What follows belongs to an exercise in optimizing a design on an open flow for small area; a production flow would make more cautious choices.
In this exercise RTL edits were held to simulation tests only and were not proved equivalent to the original.

**flow/design.v**
```verilog
module tm_sintab (
    input  wire [8:0]  j,
    output reg  [14:0] s
);
    always @* begin
        case (j)
            9'd0: s = 15'd0;
            9'd1: s = 15'd201;
            9'd2: s = 15'd402;
            9'd3: s = 15'd603;
            9'd4: s = 15'd804;
            9'd5: s = 15'd1005;
            9'd6: s = 15'd1206;
            9'd7: s = 15'd1407;
            9'd8: s = 15'd1608;
            9'd9: s = 15'd1809;
            9'd10: s = 15'd2009;
            9'd11: s = 15'd2210;
            9'd12: s = 15'd2410;
            9'd13: s = 15'd2611;
            9'd14: s = 15'd2811;
            9'd15: s = 15'd3012;
            9'd16: s = 15'd3212;
            9'd17: s = 15'd3412;
            9'd18: s = 15'd3612;
            9'd19: s = 15'd3811;
            9'd20: s = 15'd4011;
            9'd21: s = 15'd4210;
            9'd22: s = 15'd4410;
            9'd23: s = 15'd4609;
            9'd24: s = 15'd4808;
            9'd25: s = 15'd5007;
            9'd26: s = 15'd5205;
            9'd27: s = 15'd5404;
            9'd28: s = 15'd5602;
            9'd29: s = 15'd5800;
            9'd30: s = 15'd5998;
            9'd31: s = 15'd6195;
            9'd32: s = 15'd6393;
            9'd33: s = 15'd6590;
            9'd34: s = 15'd6786;
            9'd35: s = 15'd6983;
            9'd36: s = 15'd7179;
            9'd37: s = 15'd7375;
            9'd38: s = 15'd7571;
            9'd39: s = 15'd7767;
            9'd40: s = 15'd7962;
            9'd41: s = 15'd8157;
            9'd42: s = 15'd8351;
            9'd43: s = 15'd8545;
            9'd44: s = 15'd8739;
            9'd45: s = 15'd8933;
            9'd46: s = 15'd9126;
            9'd47: s = 15'd9319;
            9'd48: s = 15'd9512;
            9'd49: s = 15'd9704;
            9'd50: s = 15'd9896;
            9'd51: s = 15'd10087;
            9'd52: s = 15'd10278;
            9'd53: s = 15'd10469;
            9'd54: s = 15'd10659;
            9'd55: s = 15'd10849;
            9'd56: s = 15'd11039;
            9'd57: s = 15'd11228;
            9'd58: s = 15'd11417;
            9'd59: s = 15'd11605;
            9'd60: s = 15'd11793;
            9'd61: s = 15'd11980;
            9'd62: s = 15'd12167;
            9'd63: s = 15'd12353;
            9'd64: s = 15'd12539;
            9'd65: s = 15'd12725;
            9'd66: s = 15'd12910;
            9'd67: s = 15'd13094;
            9'd68: s = 15'd13279;
            9'd69: s = 15'd13462;
            9'd70: s = 15'd13645;
            9'd71: s = 15'd13828;
            9'd72: s = 15'd14010;
            9'd73: s = 15'd14191;
            9'd74: s = 15'd14372;
            9'd75: s = 15'd14553;
            9'd76: s = 15'd14732;
            9'd77: s = 15'd14912;
            9'd78: s = 15'd15090;
            9'd79: s = 15'd15269;
            9'd80: s = 15'd15446;
            9'd81: s = 15'd15623;
            9'd82: s = 15'd15800;
            9'd83: s = 15'd15976;
            9'd84: s = 15'd16151;
            9'd85: s = 15'd16325;
            9'd86: s = 15'd16499;
            9'd87: s = 15'd16673;
            9'd88: s = 15'd16846;
            9'd89: s = 15'd17018;
            9'd90: s = 15'd17189;
            9'd91: s = 15'd17360;
            9'd92: s = 15'd17530;
            9'd93: s = 15'd17700;
            9'd94: s = 15'd17869;
            9'd95: s = 15'd18037;
            9'd96: s = 15'd18204;
            9'd97: s = 15'd18371;
            9'd98: s = 15'd18537;
            9'd99: s = 15'd18703;
            9'd100: s = 15'd18868;
            9'd101: s = 15'd19032;
            9'd102: s = 15'd19195;
            9'd103: s = 15'd19357;
            9'd104: s = 15'd19519;
            9'd105: s = 15'd19680;
            9'd106: s = 15'd19841;
            9'd107: s = 15'd20000;
            9'd108: s = 15'd20159;
            9'd109: s = 15'd20317;
            9'd110: s = 15'd20475;
            9'd111: s = 15'd20631;
            9'd112: s = 15'd20787;
            9'd113: s = 15'd20942;
            9'd114: s = 15'd21096;
            9'd115: s = 15'd21250;
            9'd116: s = 15'd21403;
            9'd117: s = 15'd21554;
            9'd118: s = 15'd21705;
            9'd119: s = 15'd21856;
            9'd120: s = 15'd22005;
            9'd121: s = 15'd22154;
            9'd122: s = 15'd22301;
            9'd123: s = 15'd22448;
            9'd124: s = 15'd22594;
            9'd125: s = 15'd22739;
            9'd126: s = 15'd22884;
            9'd127: s = 15'd23027;
            9'd128: s = 15'd23170;
            9'd129: s = 15'd23311;
            9'd130: s = 15'd23452;
            9'd131: s = 15'd23592;
            9'd132: s = 15'd23731;
            9'd133: s = 15'd23870;
            9'd134: s = 15'd24007;
            9'd135: s = 15'd24143;
            9'd136: s = 15'd24279;
            9'd137: s = 15'd24413;
            9'd138: s = 15'd24547;
            9'd139: s = 15'd24680;
            9'd140: s = 15'd24811;
            9'd141: s = 15'd24942;
            9'd142: s = 15'd25072;
            9'd143: s = 15'd25201;
            9'd144: s = 15'd25329;
            9'd145: s = 15'd25456;
            9'd146: s = 15'd25582;
            9'd147: s = 15'd25708;
            9'd148: s = 15'd25832;
            9'd149: s = 15'd25955;
            9'd150: s = 15'd26077;
            9'd151: s = 15'd26198;
            9'd152: s = 15'd26319;
            9'd153: s = 15'd26438;
            9'd154: s = 15'd26556;
            9'd155: s = 15'd26674;
            9'd156: s = 15'd26790;
            9'd157: s = 15'd26905;
            9'd158: s = 15'd27019;
            9'd159: s = 15'd27133;
            9'd160: s = 15'd27245;
            9'd161: s = 15'd27356;
            9'd162: s = 15'd27466;
            9'd163: s = 15'd27575;
            9'd164: s = 15'd27683;
            9'd165: s = 15'd27790;
            9'd166: s = 15'd27896;
            9'd167: s = 15'd28001;
            9'd168: s = 15'd28105;
            9'd169: s = 15'd28208;
            9'd170: s = 15'd28310;
            9'd171: s = 15'd28411;
            9'd172: s = 15'd28510;
            9'd173: s = 15'd28609;
            9'd174: s = 15'd28706;
            9'd175: s = 15'd28803;
            9'd176: s = 15'd28898;
            9'd177: s = 15'd28992;
            9'd178: s = 15'd29085;
            9'd179: s = 15'd29177;
            9'd180: s = 15'd29268;
            9'd181: s = 15'd29358;
            9'd182: s = 15'd29447;
            9'd183: s = 15'd29534;
            9'd184: s = 15'd29621;
            9'd185: s = 15'd29706;
            9'd186: s = 15'd29791;
            9'd187: s = 15'd29874;
            9'd188: s = 15'd29956;
            9'd189: s = 15'd30037;
            9'd190: s = 15'd30117;
            9'd191: s = 15'd30195;
            9'd192: s = 15'd30273;
            9'd193: s = 15'd30349;
            9'd194: s = 15'd30424;
            9'd195: s = 15'd30498;
            9'd196: s = 15'd30571;
            9'd197: s = 15'd30643;
            9'd198: s = 15'd30714;
            9'd199: s = 15'd30783;
            9'd200: s = 15'd30852;
            9'd201: s = 15'd30919;
            9'd202: s = 15'd30985;
            9'd203: s = 15'd31050;
            9'd204: s = 15'd31113;
            9'd205: s = 15'd31176;
            9'd206: s = 15'd31237;
            9'd207: s = 15'd31297;
            9'd208: s = 15'd31356;
            9'd209: s = 15'd31414;
            9'd210: s = 15'd31470;
            9'd211: s = 15'd31526;
            9'd212: s = 15'd31580;
            9'd213: s = 15'd31633;
            9'd214: s = 15'd31685;
            9'd215: s = 15'd31736;
            9'd216: s = 15'd31785;
            9'd217: s = 15'd31833;
            9'd218: s = 15'd31880;
            9'd219: s = 15'd31926;
            9'd220: s = 15'd31971;
            9'd221: s = 15'd32014;
            9'd222: s = 15'd32057;
            9'd223: s = 15'd32098;
            9'd224: s = 15'd32137;
            9'd225: s = 15'd32176;
            9'd226: s = 15'd32213;
            9'd227: s = 15'd32250;
            9'd228: s = 15'd32285;
            9'd229: s = 15'd32318;
            9'd230: s = 15'd32351;
            9'd231: s = 15'd32382;
            9'd232: s = 15'd32412;
            9'd233: s = 15'd32441;
            9'd234: s = 15'd32469;
            9'd235: s = 15'd32495;
            9'd236: s = 15'd32521;
            9'd237: s = 15'd32545;
            9'd238: s = 15'd32567;
            9'd239: s = 15'd32589;
            9'd240: s = 15'd32609;
            9'd241: s = 15'd32628;
            9'd242: s = 15'd32646;
            9'd243: s = 15'd32663;
            9'd244: s = 15'd32678;
            9'd245: s = 15'd32692;
            9'd246: s = 15'd32705;
            9'd247: s = 15'd32717;
            9'd248: s = 15'd32728;
            9'd249: s = 15'd32737;
            9'd250: s = 15'd32745;
            9'd251: s = 15'd32752;
            9'd252: s = 15'd32757;
            9'd253: s = 15'd32761;
            9'd254: s = 15'd32765;
            9'd255: s = 15'd32766;
            9'd256: s = 15'd32767;
            default: s = 15'd0;
        endcase
    end
endmodule
module tm_sincos (
    input  wire [9:0]  n,
    output wire [14:0] mag,
    output wire        neg
);
    wire [8:0] j = n[8] ? (9'd256 - {1'b0, n[7:0]}) : {1'b0, n[7:0]};
    tm_sintab u_tab (.j(j), .s(mag));
    assign neg = n[9];
endmodule
module tm_mon (
    input  wire        clk,
    input  wire        rst_n,             
    input  wire        smp_vld,           
    input  wire [11:0] code_u,            
    input  wire [11:0] code_v,
    input  wire [11:0] code_w,
    input  wire [15:0] theta,             
    input  wire [15:0] t_cmd,             
    input  wire [15:0] t_ce,              
    input  wire        active,            
    input  wire [47:0] iha_ofs,           
    input  wire [47:0] iha_gain,          
    input  wire [15:0] psi_pm,            
    input  wire [15:0] ld,                
    input  wire [15:0] lq,                
    input  wire [15:0] lq_k,              
    input  wire [3:0]  pole_pairs,
    input  wire [15:0] w_pct,             
    input  wire [15:0] w_abs,             
    input  wire [15:0] cnt_lim,           
    output reg         res_vld,
    output wire [15:0] t_tm,              
    output wire [15:0] i_d,               
    output wire [15:0] i_q,               
    output reg         exc_over,          
    output reg         dis_over,          
    output reg  [15:0] err_cnt,
    output reg         trip               
);
    reg [11:0] s_code0, s_code1, s_code2;
    reg [9:0]  s_th;
    reg [15:0] s_tcmd, s_tce;
    reg        s_active;
    always @(posedge clk) begin
        if (smp_vld) begin
            s_code0  <= code_u;
            s_code1  <= code_v;
            s_code2  <= code_w;
            s_th     <= theta[15:6];
            s_tcmd   <= t_cmd;
            s_tce    <= t_ce;
            s_active <= active;
        end
    end
    localparam [5:0] LAST = 6'd58;
    reg [5:0] cnt;                         
    always @(posedge clk) begin
        if (!rst_n)
            cnt <= 6'd0;
        else if (smp_vld)
            cnt <= 6'd1;
        else if (cnt != 6'd0)
            cnt <= (cnt == LAST) ? 6'd0 : cnt + 6'd1;
    end
    reg signed [25:0] acc;
    reg        [15:0] S;                   
    reg        [15:0] R0, Rd, Rq;          
    reg               blw;                 
    reg               wsel;                
    reg               g_cy, g_c5;          
    reg        [1:0]  g_xp;                
    assign t_tm = R0;
    assign i_d  = Rd;
    assign i_q  = Rq;
    localparam [4:0] M_G0 = 5'd0, M_G1 = 5'd1, M_G2 = 5'd2, M_CA2 = 5'd3, M_CA = 5'd4,
                     M_CB = 5'd5, M_TAB = 5'd6, M_LQK = 5'd7, M_LQ = 5'd8, M_LD = 5'd9,
                     M_ID4 = 5'd10, M_PSI = 5'd11, M_3P = 5'd12, M_IQ = 5'd13,
                     M_R0 = 5'd14, M_TCE = 5'd15, M_CMD = 5'd16, M_W = 5'd17,
                     M_WP = 5'd18, M_ERR = 5'd19, M_LIM = 5'd20, M_ONE = 5'd21,
                     M_WA = 5'd22;
    localparam [3:0] C_GEN = 4'd0, C_R0L = 4'd1, C_R0H = 4'd2, C_RDL = 4'd3, C_RDH = 4'd4,
                     C_RQL = 4'd5, C_RQH = 4'd6, C_SL = 4'd7, C_SH = 4'd8, C_ONE = 4'd9,
                     C_FF = 4'd10, C_ZERO = 4'd11;
    localparam [1:0] B_0 = 2'd0, B_LW = 2'd1, B_WIRE = 2'd2;
    reg [4:0] msel;
    reg [3:0] csel;
    reg [1:0] bsel;
    reg       clr, shift, acc_we, kill;
    reg       neg_c;                       
    reg       use_tab, tab_cos, neg_iq;    
    reg [1:0] gk, gj;                      
    reg       gen;
    always @* begin
        msel = M_ONE; csel = C_ZERO; bsel = B_0;
        clr = 1'b0; shift = 1'b0; acc_we = 1'b1; kill = 1'b0;
        neg_c = 1'b0; use_tab = 1'b0; tab_cos = 1'b0; neg_iq = 1'b0;
        gk = 2'd0; gj = 2'd0; gen = 1'b0;
        case (cnt)
            6'd1, 6'd2, 6'd3, 6'd4, 6'd5, 6'd6, 6'd7, 6'd8, 6'd9: begin
                gen = 1'b1;
                gk = (cnt <= 6'd3) ? 2'd0 : (cnt <= 6'd6) ? 2'd1 : 2'd2;
                gj = (cnt == 6'd1 || cnt == 6'd4 || cnt == 6'd7) ? 2'd0 :
                     (cnt == 6'd2 || cnt == 6'd5 || cnt == 6'd8) ? 2'd1 : 2'd2;
                msel = (gk == 2'd0) ? M_G0 : (gk == 2'd1) ? M_G1 : M_G2;
                csel = C_GEN;
                bsel = (gj == 2'd0) ? B_0 : B_LW;
                clr  = (gj == 2'd0);
                shift = (gj != 2'd2);
            end
            6'd10: begin msel = M_CA2; csel = C_R0L; clr = 1'b1; end
            6'd11: begin msel = M_CA;  csel = C_RDL; neg_c = 1'b1; end
            6'd12: begin msel = M_CA;  csel = C_RQL; neg_c = 1'b1; shift = 1'b1; end
            6'd13: begin msel = M_CA2; csel = C_R0H; bsel = B_WIRE; end
            6'd14: begin msel = M_CA;  csel = C_RDH; bsel = B_WIRE; neg_c = 1'b1; end
            6'd15: begin msel = M_CA;  csel = C_RQH; bsel = B_WIRE; neg_c = 1'b1; shift = 1'b1; end
            6'd16: begin msel = M_CB; csel = C_RDL; clr = 1'b1; end
            6'd17: begin msel = M_CB; csel = C_RQL; neg_c = 1'b1; shift = 1'b1; end
            6'd18: begin msel = M_CB; csel = C_RDH; bsel = B_WIRE; end
            6'd19: begin msel = M_CB; csel = C_RQH; bsel = B_WIRE; neg_c = 1'b1; shift = 1'b1; end
            6'd20: begin msel = M_TAB; use_tab = 1'b1; neg_c = 1'b1; csel = C_R0L; clr = 1'b1; end
            6'd21: begin msel = M_TAB; use_tab = 1'b1; tab_cos = 1'b1; csel = C_RDL; shift = 1'b1; end
            6'd22: begin msel = M_TAB; use_tab = 1'b1; neg_c = 1'b1; csel = C_R0H; bsel = B_WIRE; end
            6'd23: begin msel = M_TAB; use_tab = 1'b1; tab_cos = 1'b1; csel = C_RDH; bsel = B_WIRE; shift = 1'b1; end
            6'd24: begin msel = M_TAB; use_tab = 1'b1; tab_cos = 1'b1; csel = C_R0L; clr = 1'b1; end
            6'd25: begin msel = M_TAB; use_tab = 1'b1; csel = C_RDL; shift = 1'b1; end
            6'd26: begin msel = M_TAB; use_tab = 1'b1; tab_cos = 1'b1; csel = C_R0H; bsel = B_WIRE; end
            6'd27: begin msel = M_TAB; use_tab = 1'b1; csel = C_RDH; bsel = B_WIRE; shift = 1'b1; end
            6'd28: begin msel = M_LQK; neg_iq = 1'b1; csel = C_RQL; clr = 1'b1; shift = 1'b1; end
            6'd29: begin msel = M_LQK; neg_iq = 1'b1; csel = C_RQH; bsel = B_WIRE; shift = 1'b1; end
            6'd30: begin msel = M_LQ; csel = C_SL; clr = 1'b1; shift = 1'b1; end
            6'd31: begin msel = M_LQ; csel = C_SL; bsel = B_LW; shift = 1'b1; end
            6'd32: begin msel = M_LQ; csel = C_R0L; bsel = B_LW; shift = 1'b1; end
            6'd33: begin msel = M_LQ; csel = C_FF; bsel = B_LW; end
            6'd34: begin msel = M_LD; csel = C_ONE; clr = (R0[15:8] != 8'd0); shift = 1'b1; end
            6'd35: begin msel = M_ID4; csel = C_SH; clr = 1'b1; shift = 1'b1; end
            6'd36: begin msel = M_ID4; csel = C_R0L; bsel = B_LW; shift = 1'b1; end
            6'd37: begin msel = M_ID4; csel = C_R0H; bsel = B_LW; end
            6'd38: begin msel = M_PSI; csel = C_ONE; shift = 1'b1; end
            6'd39: begin msel = M_3P; csel = C_SH; clr = 1'b1; shift = 1'b1; end
            6'd40: begin msel = M_3P; csel = C_R0L; bsel = B_LW; shift = 1'b1; end
            6'd41: begin msel = M_3P; csel = C_R0H; bsel = B_LW; end
            6'd42: begin msel = M_IQ; csel = C_SL; clr = 1'b1; shift = 1'b1; end
            6'd43: begin msel = M_IQ; csel = C_SL; bsel = B_LW; shift = 1'b1; end
            6'd44: begin msel = M_IQ; csel = C_R0L; bsel = B_LW; shift = 1'b1; end
            6'd45: begin msel = M_IQ; csel = C_R0H; bsel = B_LW; end
            6'd46: begin msel = M_WA; csel = C_ONE; clr = 1'b1; end           
            6'd47: begin msel = M_WP; csel = C_ONE; neg_c = 1'b1; acc_we = 1'b0; end
            6'd48: begin msel = M_R0; csel = C_ONE; clr = 1'b1; end           
            6'd49: begin msel = M_W;  csel = C_ONE; acc_we = 1'b0;
                         neg_c = s_tcmd[15]; kill = s_tcmd[15]; end
            6'd50: begin msel = M_CMD; csel = C_ONE; neg_c = 1'b1; end        
            6'd51: begin msel = M_W;  csel = C_ONE; acc_we = 1'b0;
                         neg_c = ~s_tcmd[15]; kill = ~s_tcmd[15]; end
            6'd52: begin msel = M_CMD; csel = C_ONE; end                     
            6'd53: begin msel = M_TCE; csel = C_ONE; neg_c = 1'b1; end        
            6'd54: begin msel = M_W;  csel = C_ONE; acc_we = 1'b0; neg_c = 1'b1; kill = 1'b1; end
            6'd55: begin msel = M_W;  csel = C_ONE; acc_we = 1'b0; end
            6'd56: begin msel = M_ONE; csel = s_active ? C_ONE : C_ZERO; clr = 1'b1;
                         neg_c = ~(exc_over | dis_over); end
            6'd57: begin msel = M_ERR; csel = s_active ? C_ONE : C_ZERO; end
            6'd58: begin msel = M_LIM; csel = C_ONE; neg_c = 1'b1; acc_we = 1'b0; end
            default: ;
        endcase
    end
    wire [14:0] tab;
    wire        tab_neg;
    tm_sincos u_sc (.n(s_th + (tab_cos ? 10'd256 : 10'd0)), .mag(tab), .neg(tab_neg));
    wire neg = neg_c ^ (use_tab & tab_neg) ^ (neg_iq & Rq[15]);
    wire [11:0] g_code = (gk == 2'd0) ? s_code0 : (gk == 2'd1) ? s_code1 : s_code2;
    wire [15:0] g_ofs  = (gk == 2'd0) ? iha_ofs[15:0] : (gk == 2'd1) ? iha_ofs[31:16] : iha_ofs[47:32];
    wire [23:0] g_cx   = {{13{~g_code[11]}}, g_code[10:0]};
    wire [23:0] g_of   = {{8{g_ofs[15]}}, g_ofs};
    wire [7:0]  g_cxc  = (gj == 2'd0) ? g_cx[7:0] : (gj == 2'd1) ? g_cx[15:8] : g_cx[23:16];
    wire [7:0]  g_ofc  = (gj == 2'd0) ? g_of[7:0] : (gj == 2'd1) ? g_of[15:8] : g_of[23:16];
    wire        g_first = (gj == 2'd0);
    wire [8:0]  g_xs   = {1'b0, g_cxc} + {1'b0, ~g_ofc} + {8'd0, g_first | g_cy};
    wire [7:0]  g_x    = g_xs[7:0];
    wire [7:0]  g_x4   = {g_x[5:0], g_first ? 2'b00 : g_xp};
    wire [8:0]  g_5s   = {1'b0, g_x} + {1'b0, g_x4} + {8'd0, ~g_first & g_c5};
    always @(posedge clk) begin
        if (gen) begin
            g_cy <= g_xs[8];
            g_c5 <= g_5s[8];
            g_xp <= g_x[7:6];
        end
    end
    reg signed [19:0] M;
    always @* begin
        case (msel)
            M_G0:  M = {1'b0, iha_gain[15:0],  3'b000};
            M_G1:  M = {1'b0, iha_gain[31:16], 3'b000};
            M_G2:  M = {1'b0, iha_gain[47:32], 3'b000};
            M_CA2: M = 20'sd43690;
            M_CA:  M = 20'sd21845;
            M_CB:  M = 20'sd37837;
            M_TAB: M = {4'b0000, tab, 1'b0};
            M_LQK: M = {4'b0000, lq_k};
            M_LQ:  M = {4'b0000, lq};
            M_LD:  M = {4'b0000, ld};
            M_ID4: M = {Rd, 4'b0000};
            M_PSI: M = {4'b0000, psi_pm};
            M_3P:  M = {14'd0, {1'b0, pole_pairs, 1'b0} + {2'b00, pole_pairs}};
            M_IQ:  M = {{4{Rq[15]}}, Rq};
            M_R0:  M = {{4{R0[15]}}, R0};
            M_TCE: M = {{4{s_tce[15]}}, s_tce};
            M_CMD: M = {{4{s_tcmd[15]}}, s_tcmd};
            M_W:   M = {4'b0000, wsel ? w_pct : w_abs};
            M_WP:  M = {4'b0000, w_pct};
            M_WA:  M = {4'b0000, w_abs};
            M_ERR: M = {4'b0000, err_cnt};
            M_LIM: M = {4'b0000, cnt_lim};
            default: M = 20'sd1;
        endcase
    end
    reg [7:0] ch;
    reg       ch_wire;                     
    always @* begin
        ch_wire = 1'b0;
        case (csel)
            C_GEN:  ch = g_5s[7:0];
            C_R0L:  ch = R0[7:0];
            C_R0H:  begin ch = R0[15:8]; ch_wire = R0[7]; end
            C_RDL:  ch = Rd[7:0];
            C_RDH:  begin ch = Rd[15:8]; ch_wire = Rd[7]; end
            C_RQL:  ch = Rq[7:0];
            C_RQH:  begin ch = Rq[15:8]; ch_wire = Rq[7]; end
            C_SL:   ch = S[7:0];
            C_SH:   ch = S[15:8];
            C_ONE:  ch = 8'h01;
            C_FF:   ch = 8'hFF;
            default: ch = 8'h00;
        endcase
    end
    wire bl = (bsel == B_LW) ? blw : (bsel == B_WIRE) ? ch_wire : 1'b0;
    wire [8:0] bb = {ch, bl};
    reg  signed [27:0] sum;
    reg  signed [20:0] pp;
    reg               one, two, sg;
    integer i;
    always @* begin
        sum = clr ? 28'sd0 : {{2{acc[25]}}, acc};
        for (i = 0; i < 4; i = i + 1) begin
            one = bb[2*i+1] ^ bb[2*i];
            two = (bb[2*i+2] & ~bb[2*i+1] & ~bb[2*i]) | (~bb[2*i+2] & bb[2*i+1] & bb[2*i]);
            sg  = (bb[2*i+2] ^ neg) & (one | two);
            pp  = one ? {M[19], M} : two ? {M, 1'b0} : 21'sd0;
            if (sg) pp = ~pp;
            sum = sum + ($signed({{7{pp[20]}}, pp}) <<< (2*i))
                      + ((sg & ~(kill && i == 0)) ? (28'sd1 <<< (2*i)) : 28'sd0);
        end
    end
    wire [15:0] sat_acc = (acc[25:15] == {11{acc[25]}}) ? acc[15:0]
                                                         : (acc[25] ? 16'h8000 : 16'h7FFF);
    wire [15:0] sat_tq  = (acc[25:8] == {18{acc[25]}}) ? {acc[8:0], S[15:9]}
                                                         : (acc[25] ? 16'h8000 : 16'h7FFF);
    wire busy = (cnt != 6'd0);
    wire sgn  = sum[27];
    always @(posedge clk) begin
        if (busy) begin
            if (acc_we)
                acc <= shift ? {{6{sum[27]}}, sum[27:8]} : sum[25:0];
            if (shift)
                S <= {sum[7:0], S[15:8]};
            blw <= ch[7];
        end
        if (cnt == 6'd4 || cnt == 6'd16 || cnt == 6'd30 || cnt == 6'd35 ||
            cnt == 6'd39 || cnt == 6'd42)
            R0 <= sat_acc;
        if (cnt == 6'd46)
            R0 <= sat_tq;
        if (cnt == 6'd7 || cnt == 6'd20 || cnt == 6'd28)
            Rd <= sat_acc;
        if (cnt == 6'd10 || cnt == 6'd24)
            Rq <= sat_acc;
        if (cnt == 6'd47)
            wsel <= sgn;
        if (cnt == 6'd49)
            exc_over <= s_tcmd[15] ? ~sgn : sgn;
        if (cnt == 6'd51)
            exc_over <= exc_over | (s_tcmd[15] ? sgn : ~sgn);
        if (cnt == 6'd54)
            dis_over <= ~sgn;
        if (cnt == 6'd55)
            dis_over <= dis_over | sgn;
    end
    always @(posedge clk) begin
        if (!rst_n) begin
            res_vld <= 1'b0;
            err_cnt <= 16'd0;
            trip    <= 1'b0;
        end else begin
            res_vld <= (cnt == LAST);
            if (cnt == LAST) begin
                if (!s_active)
                    err_cnt <= 16'd0;
                else if (!(acc[16] | acc[25]))
                    err_cnt <= acc[15:0];
                if (s_active && !sgn)
                    trip <= 1'b1;
            end
        end
    end
endmodule
```
**flow/run.sh**
```bash
#!/bin/bash
# synth_recipe.tcl (not shown) runs the flow's synth.tcl, then flattens the netlist and writes it again
# the make line also repeats each setting of config.mk as NAME=value (left out here)
make -C /OpenROAD-flow-scripts/flow DESIGN_CONFIG=/design/flow/config.mk WORK_HOME=/design/flow/orfs CLKGATE_MAP_FILE= SYNTH_SCRIPT=/design/flow/synth_recipe.tcl finish
```
**flow/config.mk**
```make
export PLATFORM = sky130hd
export DESIGN_NAME = tm_mon
export DESIGN_NICKNAME = tm_mon
export VERILOG_FILES = /design/flow/design.v
export SDC_FILE = /design/flow/constraint.sdc
export NUM_CORES = 4
export LEC_CHECK = 0
export CAP_MARGIN = 20
export CORE_MARGIN = 2
export CORE_UTILIZATION = 40
export SLEW_MARGIN = 20
export SYNTH_MEMORY_MAX_BITS = 32768
```
**flow/constraint.sdc**
```tcl
create_clock -name core_clock -period 25.0 [get_ports {clk}]
set_input_delay 5.0000 -clock core_clock [delete_from_list [all_inputs] [get_ports {clk}]]
set_output_delay 5.0000 -clock core_clock [all_outputs]
set_load 0.01 [all_outputs]
```
==> run notes <==
- Mux share of post-synthesis cell area: 5.81%
- Fmax: 0.0620 GHz
- Count leader, synth: nand2_1
- Synth Register Bits: 201
- RSZ-0062 raised after global routing: no
- Die width: 245 um
- DR DRC count: 0
- Setup violations, final: 0
- Outcome: complete, no violations
- Largest stage delay on the critical path: 0.96 ns
- Largest net degree at the start of global routing: 68
- Post-synth EDFFs: 177
- Post-synthesis sequential area ratio: 24.9%
- GP Congestion: 1.04
- Cts hold-fix bufs: 0
- H-tree depth: 1
- Mapped Area: 23300 um^2
- Rows: 88
- Post-DP Area: 27700 um^2
- Drt total wl: 123 mm
- Number of I/O pins: 368
- CTS Sinks: 201
- Post-synthesis adder-cell area fraction: 11.5%
- Vias: 25600
- HPWL after DPL: 93.8 mm
- Commonest cells in the netlist: 254 x nand2_1, 177 x edfxtp_1, 170 x nor2_1, 167 x o21ai_0, 166 x a21oi_1
- 1st-pass router iterations: 7
- CTS tree: yes
- Die Area: 60200 um^2
- Slew @ Worst Pin: 1.20 ns
- Yosys Warn Count: 2
- CP max FO: 16
- Async SR Flop Fraction: 0%
- XOR/XNOR Fraction of Synth Area: 4.91%
- Worst Hold Class: reg2reg
- Slew Limit Headroom: 19.9%
- CTS resizes: 0
- Routed WL per cell: 32.4 um
- Layout cells sized above 1: 8.56%
- Clock transition at the registers of the reported paths: 0.06 ns
- Post-CTS setup buffers: 0
- Compound-cell area share of the yosys netlist: 27.6%
- Largest area contributor in the netlist: edfxtp_1
- Largest family of logic cells by synthesized area: compound AO/OA/AOI/OAI gates
- Vias per inst: 6.74
- Multi-input gate area: 16100 um^2
- Clock Latency Late Sink: 0.59 ns
- Port bufs: 361
- Top post-synthesis cells by area: edfxtp_1 23%, fa_1 6.6%, ha_1 4.9%
- Critical path arrival: 16.57 ns
- Antenna Violating Nets Remaining: 0
- Worst Skew: 0.0208 ns
- Initial antenna violation count: 5
- GRT Util Overall: 39.8%
- Max Root-Sink Buffers: 3
- Syn_area_per_cell: 8.43 um^2
- Vias in the first global route: 24300
- P&R area growth vs syn: 22.8%
- Final period util: 64.5%
- Clock root cell: clkbuf_16
- Core Area: 57700 um^2
- Worst setup EP type: register
- Library cells used by synthesis: 111
- Starting Density: 40.4%
- Final Critical Period: 16.13 ns
- Syn Inst Count: 2766
- Critical path's slowest cell: a311oi_2
- Endpoints failing hold: 0
- Syn Nets: 3234
- # nets final: 3487
- Synth Area in Simple Gates: 18.4%
- Dominant synthesized flop cell: edfxtp_1
- Fill cells: 5561
- Sum of negative setup slack: 0 ns
- Num CTS Buffers: 25
- Post-synth top area share: 22.8%
- Final Cell Area: 28600 um^2
- Storage element area: 5800 um^2
- Global-route wire length before repair: 175 mm
- DRT iter0 DRCs: 3908
- Max-cap violation count: 0
- CP Class: in2reg
- Data required, critical path: 25.44 ns
- Slew Limit Fails: 0
- Worst setup SP type: input pin
- Total gr overflow: 0
- Chip height: 245 um
-- routing by layer --
metal  track usage (%)  vias to the layer above  routed length (um)
met5                 0                        -                  21
met3              9.70                      324               14700
met2              60.3                     1821               52700
met4              16.8                        4                6350
met1              54.0                    12500               49500
li1                  -                    11000                   -
-- critical path: cells and delay by family --
| kind | cells | cell delay (ns) |
|---|---|---|
| buffers and inverters | 2 | 0.44 |
| multiplexers | 2 | 0.96 |
| AND/OR/NAND/NOR | 7 | 1.44 |
| AO/OA/AOI/OAI | 18 | 5.19 |
| XOR/XNOR | 2 | 0.49 |
| adder cells (fa/ha/maj) | 7 | 3.03 |
-- area by class of cell --
type | instances | share of cell area [%]
flip-flops and latches | 201 | 20.3
repair buffers | 450 | 15.0
clock buffers | 27 | 2.21
well taps | 765 | 3.35
diodes | 2 | 0.0175
inverters | 159 | 2.09
clock inverters | 19 | 0.752
multi-input cells | 2182 | 56.4
-- state kept, by name, summed over array words and instances (netlist names), 16 cells and up --
| name | flops |
|---|---|
| s_tce | 16 |
| acc | 26 |
| Rq | 16 |
| S | 16 |
| err_cnt | 16 |
| s_tcmd | 16 |
| R0 | 16 |
| Rd | 16 |
-- kinds of logic after synthesis --
| logic type | count (synthesis) |
|---|---|
| muxes | 124 |
| AOI/OAI and AO/OA | 918 |
| adders and majority gates | 169 |
| and+or+nand+nor | 843 |
| buffers and inverters | 383 |
| xor gates and xnor gates | 128 |
| DFF | 201 |
-- metrics by stage --
step	hold slack [ns]	std cells	setup WS [ns]	util, %
2_1_floorplan	0.427	2766	11.32	-
3_3_place_gp	0.451	3756	8.85	48.1
3_5_place_dp	0.444	3756	8.74	48.1
4_1_cts	0.458	3802	9.28	49.6
5_1_grt	0.464	3803	8.61	49.6
6_report	0.459	3805	8.87	49.6
-- layout by cell type, fill, tap and decap left out, types with 14 or more instances in the layout --
cell / synthesis / layout
clkdlybuf4s50_1: 0 / 360
nand2_1: 254 / 254
edfxtp_1: 177 / 177
nor2_1: 170 / 167
o21ai_0: 167 / 167
a21oi_1: 166 / 165
inv_1: 155 / 153
a22oi_1: 105 / 105
ha_1: 91 / 91
buf_4: 10 / 89
mux2i_1: 84 / 84
nor3_1: 83 / 79
fa_1: 77 / 77
xnor2_1: 75 / 70
nand3_1: 63 / 63
xor2_1: 50 / 48
a221oi_1: 43 / 43
a31oi_1: 36 / 36
nand4_1: 36 / 36
a211oi_1: 35 / 35
o211ai_1: 35 / 35
nor2b_1: 30 / 30
o22ai_1: 30 / 30
mux2_2: 29 / 29
and2_1: 28 / 28
a32oi_1: 28 / 28
nand2b_1: 26 / 26
o311ai_0: 25 / 25
clkbuf_16: 0 / 25
dfxtp_1: 24 / 24
a21o_1: 22 / 22
a22o_1: 22 / 22
and3_1: 21 / 21
or3_1: 18 / 18
o221ai_1: 18 / 18
nor4_1: 19 / 17
or2_2: 16 / 16
o2111ai_1: 16 / 16
o21a_1: 15 / 15
o31ai_1: 15 / 14
-- path summary, 6_finish.rpt --
kind                       startpoint  cells past startpoint  slack [ns]                 to
setup / recovery          iha_ofs[47]                     38        8.87  acc[20]$_DFFE_PP_
hold / removal         S[8]$_DFFE_PP_                      0        0.46     S[0]$_DFFE_PP_
setup reg to reg  cnt[0]$_SDFFE_PN0P_                     41       11.08  acc[20]$_DFFE_PP_
hold reg to reg        S[8]$_DFFE_PP_                      0        0.46     S[0]$_DFFE_PP_

static timing again, ports no longer ideal:
The results above use ideal ports. As a check the final layout listed here was re-extracted and re-timed, cells and wires unchanged.
Step 1 (the two cells are an assumption about what drives the block):
set clk [get_ports {clk}]
set_driving_cell -lib_cell sky130_fd_sc_hd__clkbuf_16 $clk
set_driving_cell -lib_cell sky130_fd_sc_hd__buf_2 [delete_from_list [all_inputs] $clk]
Step 2 times the ports against the registers' clock, not the clock port: input delays grow and output delays shrink by t, the midpoint of the rising clock arrivals with the driver on.
Three values: no drivers, after step 1, after step 2; two values: the first two.
t (ns): 0.637
slack for setup (ns): 8.869 / 8.905 / 8.267
worst setup path at the end: input to register
latest minus earliest clock arrival (ns): 0.021 / 0.021
worst register clock-pin slew, ns: 0.07 / 0.07
After both steps this run still meets setup and hold. The setup slack of this run moves by +0.036 ns with the drivers and by -0.602 ns with both steps.
